From an optimization exercise on the open Yosys and OpenROAD flow, aimed at small area, a short achievable clock period and few clock cycles; shortcuts taken in it are not production practice. The RTL was checked by simulation tests, not by an equivalence proof against the original design.

**flow/design.v**
```verilog
module strobe_energy (
    input  wire        clk,
    input  wire        rst,
    input  wire        tbl_we,
    input  wire [2:0]  tbl_sel,
    input  wire [3:0]  tbl_idx,
    input  wire [31:0] tbl_data,
    input  wire        step_start,
    input  wire [15:0] step_theta,
    input  wire [10:0] step_density,
    input  wire        step_boost,
    input  wire [2:0]  step_pclass,
    input  wire [1:0]  step_nsub,
    input  wire        step_clamp,
    input  wire        dot_valid,
    output wire        dot_ready,
    input  wire [1:0]  dot_value,
    input  wire [3:0]  dot_hist,
    output wire        res_valid,
    input  wire        res_ready,
    output wire [22:0] res_energy,
    output wire [3:0]  res_mask
);
    localparam TBL_HI     = 3'd1;
    localparam TBL_LO     = 3'd2;
    localparam TBL_TARGET = 3'd3;
    localparam TBL_TEMP   = 3'd4;
    localparam TBL_SUB    = 3'd5;
    localparam TBL_BOOST  = 3'd6;
    reg [11:0] energy_hi [0:15];
    reg [11:0] energy_lo [0:15];
    reg [15:0] energy_target [0:1];
    reg [15:0] temp_pt [0:15];
    reg [11:0] temp_scale [0:15];
    reg [10:0] sub_share [0:3];
    reg [11:0] boost_tbl [0:7];
    always @(posedge clk) begin
        if (tbl_we) begin
            case (tbl_sel)
                TBL_HI:     energy_hi[tbl_idx] <= tbl_data[11:0];
                TBL_LO:     energy_lo[tbl_idx] <= tbl_data[11:0];
                TBL_TARGET: energy_target[tbl_idx[0]] <= tbl_data[15:0];
                TBL_TEMP: begin
                    temp_pt[tbl_idx]    <= tbl_data[31:16];
                    temp_scale[tbl_idx] <= tbl_data[11:0];
                end
                TBL_SUB:    sub_share[tbl_idx[1:0]] <= tbl_data[10:0];
                TBL_BOOST:  boost_tbl[tbl_idx[2:0]] <= tbl_data[11:0];
                default: ;
            endcase
        end
    end
    localparam ST_IDLE = 3'd0;
    localparam ST_SEG  = 3'd1;
    localparam ST_DIV  = 3'd2;
    localparam ST_FIX  = 3'd3;
    localparam ST_UNIT = 3'd4;
    localparam ST_EK   = 3'd5;
    localparam ST_RUN  = 3'd6;
    reg [2:0]  state;
    reg signed [15:0] theta;
    reg [10:0] density;
    reg        boost_on;
    reg [2:0]  pclass;
    reg [1:0]  nsub;
    reg        clamp_on;
    reg [11:0] scale;           
    reg [11:0] boost;           
    reg [20:0] unit_e;          
    reg [20:0] sub_e [0:3];     
    reg [15:0] clamp_e;         
    reg        below;
    reg        above;
    reg [3:0]  seg;
    integer    i;
    always @(*) begin
        below = ($signed(theta) <= $signed(temp_pt[0]));
        above = ($signed(theta) >= $signed(temp_pt[15]));
        seg = 4'd0;
        for (i = 0; i < 15; i = i + 1) begin
            if ($signed(theta) >= $signed(temp_pt[i]) && $signed(theta) < $signed(temp_pt[i+1]))
                seg = i[3:0];
        end
    end
    wire signed [16:0] dtheta_w = $signed({theta[15], theta}) - $signed({temp_pt[seg][15], temp_pt[seg]});
    wire signed [16:0] span_w   = $signed({temp_pt[seg+4'd1][15], temp_pt[seg+4'd1]}) -
                                  $signed({temp_pt[seg][15], temp_pt[seg]});
    wire signed [12:0] dscale_w = $signed({1'b0, temp_scale[seg+4'd1]}) - $signed({1'b0, temp_scale[seg]});
    wire signed [30:0] num_w    = dscale_w * dtheta_w;
    reg [29:0] div_num;
    reg [15:0] div_den;
    reg [29:0] div_quo;
    reg [16:0] div_rem;
    reg [4:0]  div_cnt;
    reg        div_neg;
    reg [11:0] base_scale;
    wire [16:0] rem_shift = {div_rem[15:0], div_num[29]};
    wire [16:0] rem_sub   = rem_shift - {1'b0, div_den};
    wire        rem_ge    = (rem_shift >= {1'b0, div_den});
    wire [12:0] quo_mag   = div_quo[12:0] + {12'd0, (div_neg && div_rem != 17'd0)};
    wire [11:0] scale_fix = div_neg ? (base_scale - quo_mag[11:0]) : (base_scale + div_quo[11:0]);
    wire [11:0] boost_sel = (boost_tbl[pclass] == 12'd0) ? 12'd1024 : boost_tbl[pclass];
    wire [27:0] u_p1 = energy_target[0] * scale;
    wire [17:0] u_1  = u_p1[27:10];
    wire [28:0] u_p2 = u_1 * density;
    wire [18:0] u_2  = u_p2[28:10];
    wire [30:0] u_p3 = u_2 * boost;
    wire [20:0] u_3  = u_p3[30:10];
    wire [25:0] clamp_p = energy_target[0] * 10'd614;
    wire [31:0] ek_p [0:3];
    genvar g;
    generate
        for (g = 0; g < 4; g = g + 1) begin : g_ek
            assign ek_p[g] = unit_e * sub_share[g];
        end
    endgenerate
    integer k;
    always @(posedge clk) begin
        if (rst) begin
            state <= ST_IDLE;
        end else begin
            case (state)
                ST_IDLE, ST_RUN: begin
                    if (step_start) begin
                        theta    <= step_theta;
                        density  <= step_density;
                        boost_on <= step_boost;
                        pclass   <= step_pclass;
                        nsub     <= step_nsub;
                        clamp_on <= step_clamp;
                        state    <= ST_SEG;
                    end
                end
                ST_SEG: begin
                    boost <= boost_on ? boost_sel : 12'd1024;
                    if (below) begin
                        scale <= temp_scale[0];
                        state <= ST_UNIT;
                    end else if (above) begin
                        scale <= temp_scale[15];
                        state <= ST_UNIT;
                    end else begin
                        base_scale <= temp_scale[seg];
                        div_neg    <= num_w[30];
                        div_num    <= num_w[30] ? (~num_w[29:0] + 30'd1) : num_w[29:0];
                        div_den    <= span_w[15:0];
                        div_rem    <= 17'd0;
                        div_quo    <= 30'd0;
                        div_cnt    <= 5'd0;
                        state      <= ST_DIV;
                    end
                end
                ST_DIV: begin
                    div_rem <= rem_ge ? rem_sub : rem_shift;
                    div_quo <= {div_quo[28:0], rem_ge};
                    div_num <= {div_num[28:0], 1'b0};
                    div_cnt <= div_cnt + 5'd1;
                    if (div_cnt == 5'd29)
                        state <= ST_FIX;
                end
                ST_FIX: begin
                    scale <= scale_fix;
                    state <= ST_UNIT;
                end
                ST_UNIT: begin
                    unit_e  <= u_3;
                    clamp_e <= clamp_p[25:10];
                    state   <= ST_EK;
                end
                ST_EK: begin
                    for (k = 0; k < 4; k = k + 1)
                        sub_e[k] <= (k <= nsub) ? ek_p[k][30:10] : 21'd0;
                    state <= ST_RUN;
                end
                default: state <= ST_IDLE;
            endcase
        end
    end
    reg        out_valid;
    reg [22:0] out_energy;
    reg [3:0]  out_mask;
    assign dot_ready  = (state == ST_RUN) && (!out_valid || res_ready);
    assign res_valid  = out_valid;
    assign res_energy = out_energy;
    assign res_mask   = out_mask;
    wire        cls_lo  = (dot_value == 2'b01);
    wire [15:0] d_tgt   = cls_lo ? energy_target[1] : energy_target[0];
    wire [11:0] d_mult  = cls_lo ? energy_lo[dot_hist] : energy_hi[dot_hist];
    wire [27:0] d_p1 = d_tgt * d_mult;
    wire [17:0] d_1  = d_p1[27:10];
    wire [29:0] d_p2 = d_1 * scale;
    wire [19:0] d_2  = d_p2[29:10];
    wire [30:0] d_p3 = d_2 * density;
    wire [20:0] d_3  = d_p3[30:10];
    wire [32:0] d_p4 = d_3 * boost;
    wire [22:0] d_4  = d_p4[32:10];
    wire [22:0] d_energy = (dot_value == 2'b00) ? 23'd0 :
                           (clamp_on && d_4 > {7'd0, clamp_e}) ? {7'd0, clamp_e} : d_4;
    reg [25:0] acc;
    reg [3:0]  d_mask;
    integer    j;
    always @(*) begin
        acc    = 26'd0;
        d_mask = 4'd0;
        for (j = 0; j < 4; j = j + 1) begin
            if (j <= nsub && dot_value != 2'b00 &&
                ({acc[24:0], 1'b0} + {5'd0, sub_e[j]} <= {2'd0, d_energy, 1'b0})) begin
                d_mask[j] = 1'b1;
                acc = acc + {5'd0, sub_e[j]};
            end
        end
    end
    always @(posedge clk) begin
        if (rst) begin
            out_valid <= 1'b0;
        end else begin
            if (res_ready)
                out_valid <= 1'b0;
            if (dot_valid && dot_ready) begin
                out_valid  <= 1'b1;
                out_energy <= d_energy;
                out_mask   <= d_mask;
            end
        end
    end
endmodule
```
**flow/run.sh**
```bash
#!/bin/bash
# synth_recipe.tcl (not shown) runs the flow's synth.tcl, then flattens the netlist and writes it again
# the make line also repeats each setting of config.mk as NAME=value (left out here)
make -C /OpenROAD-flow-scripts/flow DESIGN_CONFIG=/design/flow/config.mk WORK_HOME=/design/flow/orfs CLKGATE_MAP_FILE= SYNTH_SCRIPT=/design/flow/synth_recipe.tcl finish
```
**flow/config.mk**
```make
export PLATFORM = sky130hd
export DESIGN_NAME = strobe_energy
export DESIGN_NICKNAME = strobe_energy
export VERILOG_FILES = /design/flow/design.v
export SDC_FILE = /design/flow/constraint.sdc
export NUM_CORES = 4
export LEC_CHECK = 0
export CAP_MARGIN = 20
export CORE_MARGIN = 2
export CORE_UTILIZATION = 40
export PLACE_DENSITY = 0.6
export SLEW_MARGIN = 20
```
**flow/constraint.sdc**
```tcl
create_clock -name core_clock -period 52.0 [get_ports {clk}]
set_input_delay 10.4000 -clock core_clock [delete_from_list [all_inputs] [get_ports {clk}]]
set_output_delay 10.4000 -clock core_clock [all_outputs]
set_load 0.01 [all_outputs]
```
==> results.rst <==
.. list-table::
   :header-rows: 1

   * - Metric
     - Value
   * - Layout Area Growth over Synthesis
     - 10.8%
   * - Number of nets in the final layout
     - roughly 18k
   * - Die X-Extent
     - 618 um
   * - Critical path origin
     - dot_hist[0]
   * - IO Count
     - 114
   * - Non-filler cells, final
     - 19.9k
   * - EDFF count, synth
     - around 1.3k
   * - Cell type with the highest occurrence count on the critical path
     - a21o_1
   * - Clock Skews
     - approximately 0.13 ns
   * - Run status
     - complete, no violations
   * - Warnings from Yosys
     - 2
   * - Number of setup violations in the final report
     - 0
   * - Leftover overflow at the end of global routing
     - 0
   * - Source of the worst hold timing path
     - pclass[1]$_DFFE_PP_
   * - Category of the most critical setup path
     - in2reg
   * - DRC violation count after routing
     - 0
   * - Type of origin of the critical path
     - input port
   * - Final core area utilization
     - 0.445
   * - Area of the core
     - ~380000 um2
   * - Register-to-Register Path Depth
     - 199
   * - Slew of the pin with the lowest slew margin
     - between 1 and 1.5 ns
   * - Critical path buffer and inverter count
     - 23
   * - Fraction of layout instances using a drive strength above 1
     - 0.0982
   * - Post-detailed-route via-to-cell ratio
     - 5.27
   * - Max Cap Violations
     - 0
   * - Insertion delay of the later-clocked pin in the worst-skew pair
     - 0.95 ns
   * - Pin count of the biggest net entering global routing
     - 131
   * - Most frequently used flop master after synthesis
     - edfxtp_1
   * - WL final
     - 423000 um
   * - Worst relative slew slack
     - 0.254
   * - Global-route wire length before repair
     - 654000 um
   * - Remaining number of nets flagged by the antenna check after routing
     - 0
   * - Number of buffers on the longest clock path
     - 4
   * - Top cells by area, synth
     - fa_1 27%, edfxtp_1 26%, ha_1 12%, inv_1 6.0%, nand2_1 4.7%
   * - Slowest-stage cell, CP
     - fa_1
   * - Post-synthesis cell count
     - ~14k
   * - Antenna violations before repair
     - 26
   * - Number of global-route vias before repair
     - 109k
   * - IO buf count
     - between 100 and 150
   * - Number of synthesized register bits
     - ~1.3k
   * - Detailed Route Iter0 Violations
     - 7632
   * - Post-DR wirelength/cell
     - 21.3 um
   * - Period utilization
     - 0.958
   * - Clock Sinks
     - 1310
   * - Pre-CTS setup slack
     - 0.0433 ns
   * - Root buffer cell
     - clkbuf_16
   * - Critical path arrival
     - between 50 and 60 ns
   * - Delay-heaviest family, CP
     - compound AO/OA/AOI/OAI gates
   * - Highest net fanout along the worst path
     - 10
   * - # placed instances
     - 19.5k
   * - Final hold violations
     - 0
   * - Reg-to-reg critical path endpoint
     - out_mask[3]$_DFFE_PP_
   * - Number of slew-limit violations in the final report
     - 0
   * - TritonCTS clock tree
     - built
   * - Via total after detailed routing
     - 105k
   * - Area leader, netlist
     - fa_1
   * - Synth Area per Inst
     - ~10 um2
   * - Deepest level of the CTS H-tree
     - 4
   * - Crit path largest cell delay
     - roughly 0.56 ns
   * - Maximum clock frequency
     - around 0.02 GHz
   * - Worst hold-check slack
     - 0.463 ns
   * - # hold bufs at CTS
     - 0
   * - Minimum setup slack in the final design
     - 2.16 ns
   * - Worst-path clk slew
     - 0.07 ns
   * - Synthesized net count
     - 18.0k
   * - Critical Path RT
     - 52.68 ns
   * - Die boundary height
     - 618 um
   * - Proportion of synthesized flip-flops having asynchronous set or reset
     - 0
   * - Number of placement rows
     - 225
   * - Total CTS buffers
     - 159
   * - Die area
     - 382000 um2
   * - Weighted congestion at the end of routability-driven global placement
     - 0.916
   * - CP Capture Point
     - out_mask[3]$_DFFE_PP_
   * - HPWL after DPL
     - between 300000 and 400000 um
   * - Portion of synthesized cell area occupied by the leading cell type
     - 0.268
   * - Global router's overall resource usage
     - 0.222
   * - Capturing element type of the critical path
     - flip-flop
   * - Initial core utilization
     - 0.402
   * - Worst r2r src
     - energy_hi[11][4]$_DFFE_PP_
   * - Critical Path Stages
     - 202
   * - Final worst path period need
     - 49.84 ns
   * - Post-synth cell types
     - between 100 and 150
   * - Register area share after synthesis
     - 0.260
   * - Type of the tightest min-delay check
     - reg2reg
   * - First-pass iteration count of the detailed router
     - 6
   * - Slack of the worst reg-to-reg path
     - 11.71 ns
   * - Post-synth design cell area
     - 151000 um2
==> how the worst min path moves through the flow <==
| stage | slack [ns] | cells past startpoint | endpoint |
|---|---|---|---|
| after floorplan | 0.42 | 2 | flip-flop |
| after global placement | 0.45 | 2 | flip-flop |
| after detailed placement | 0.46 | 2 | flip-flop |
| after CTS | 0.47 | 2 | flip-flop |
| after global routing | 0.51 | 2 | flip-flop |
| final | 0.46 | 2 | flip-flop |
==> flip-flops by register name, indices dropped and copies added, names as in the netlist, 4 cells and up, named ones only <==
signal	flops
energy_hi	192
scale	12
div_cnt	5
out_energy	23
unit_e	21
base_scale	12
energy_target	32
density	11
boost_tbl	96
div_num	30
theta	16
energy_lo	192
sub_e	84
boost	12
div_den	16
temp_pt	256
sub_share	44
clamp_e	16
div_rem	17
div_quo	12
temp_scale	192
out_mask	4
==> synth_stat cells (23+ instances only) <==
cell type and instances:
mux4_2 264, xnor2_1 267, a21o_1 214, o21ai_0 237, nand3_1 99, a21oi_1 461
clkbuf_1 630, and2_1 923, and3_1 51, o21bai_1 57, ha_1 1401, or3_1 33
nor2_1 607, o221ai_1 45, nor4_1 24, fa_1 2024, nor3_1 129, xor2_1 162
a31oi_1 26, a211oi_1 60, nand2b_1 114, inv_1 2395, o31ai_1 23, mux2i_1 173
buf_1 27, nand4_1 103, nand2_1 1893, o21a_1 179, nor2b_1 163, or2_2 29
edfxtp_1 1303, mux2_2 46, o22ai_1 30
==> layout make-up <==
class | instances | area (um2)
Fill cell | 35400 | 208000
Multi-Input combinational cell | 10100 | 101000
Sequential cell | 1310 | 39300
Inverter | 2397 | 9000
Timing Repair Buffer | 783 | 6370
Tap cell | 4994 | 6250
Clock buffer | 184 | 4160
Clock inverter | 100 | 1150
Antenna cell | 8 | 20.0
==> stage by stage <==
step / setup TNS, ns / instance area [um2]
after global routing: -0.160 / 167000
after global placement: 0 / 161000
after floorplan: 0 / 151000
final: 0 / 167000
after CTS: 0 / 166000
after detailed placement: 0 / 161000
==> cell usage in the layout (no fill, tap or decap), types with 50 or more instances in the layout <==
cell type        instances
inv_1                 2393
fa_1                  2021
nand2_1               1879
ha_1                  1393
edfxtp_1              1303
and2_1                 922
buf_4                  647
nor2_1                 573
a21oi_1                437
mux4_2                 264
xnor2_1                251
a21o_1                 214
o21ai_0                207
o21a_1                 177
mux2i_1                173
clkbuf_16              164
nor2b_1                162
xor2_1                 156
nand2b_1               112
nor3_1                 106
nand4_1                103
nand3_1                 99
clkdlybuf4s50_1         98
o21bai_1                57
a211oi_1                57
and3_1                  50
==> routing by layer <==
| metal | GRT usage | vias up | share of wire |
|---|---|---|---|
| met3 | 0.0334 | 544 | 0.068 |
| met5 | 0 | - | 0.00015 |
| met2 | 0.366 | 3372 | 0.47 |
| li1 | - | 47600 | - |
| met4 | 0.0567 | 10 | 0.027 |
| met1 | 0.307 | 53200 | 0.44 |
==> worst reg2reg max path: cells and delay by family, from the launching register on <==
kind	cells	cell delay, ns
muxes	5	1.81
and+or+nand+nor	35	4.44
AOI/OAI and AO/OA	101	17.16
buffers and inverters	20	1.91
DFF	1	0.39
xor gates and xnor gates	5	0.90
adders and majority gates	33	13.54
==> cell families (layout without fill, tap and decap cells) <==
group,after synthesis,after routing,share of synthesized area
AOI/OAI and AO/OA,1514,1514,0.0655
xor gates and xnor gates,429,429,0.0249
adders and majority gates,3425,3425,0.384
buffers and inverters,3079,3464,0.0771
DFF,1310,1310,0.260
muxes,483,483,0.0543
other,0,8,0
and+or+nand+nor,4246,4246,0.134
==> what timing repair did <==
action	4_1_cts	5_1_grt
buffers inserted	0	53
resized for setup	0	160
endpoints found under the setup margin	0	1
Testbench counts, summed over its fixed seeds: cycles 21,868.

## separate check: timing with driven ports
Ports are ideal in the flow. The routed layout listed here was re-timed in OpenROAD. Step 1: set_driving_cell puts a clkbuf_16 on clk and a buf_2 on each other input, an assumption about the parent block. Step 2 moves the port delays by t, midway between the first and last clock arrival at a register: inputs arrive t later, outputs are due t later. That takes back most of the time a late clock gives input paths. Slacks: ideal ports / drivers / drivers and shift; pairs: ideal ports / drivers.
shift t [ns]: 0.981
slack for setup (ns): 2.163 / 2.182 / 1.201
worst setup path at the end: input to register
cell pins on the clock port's net: 1
After both steps this run still meets setup and hold. For this run, drivers alone change the setup slack by +0.019 ns; drivers and shift together by -0.962 ns.
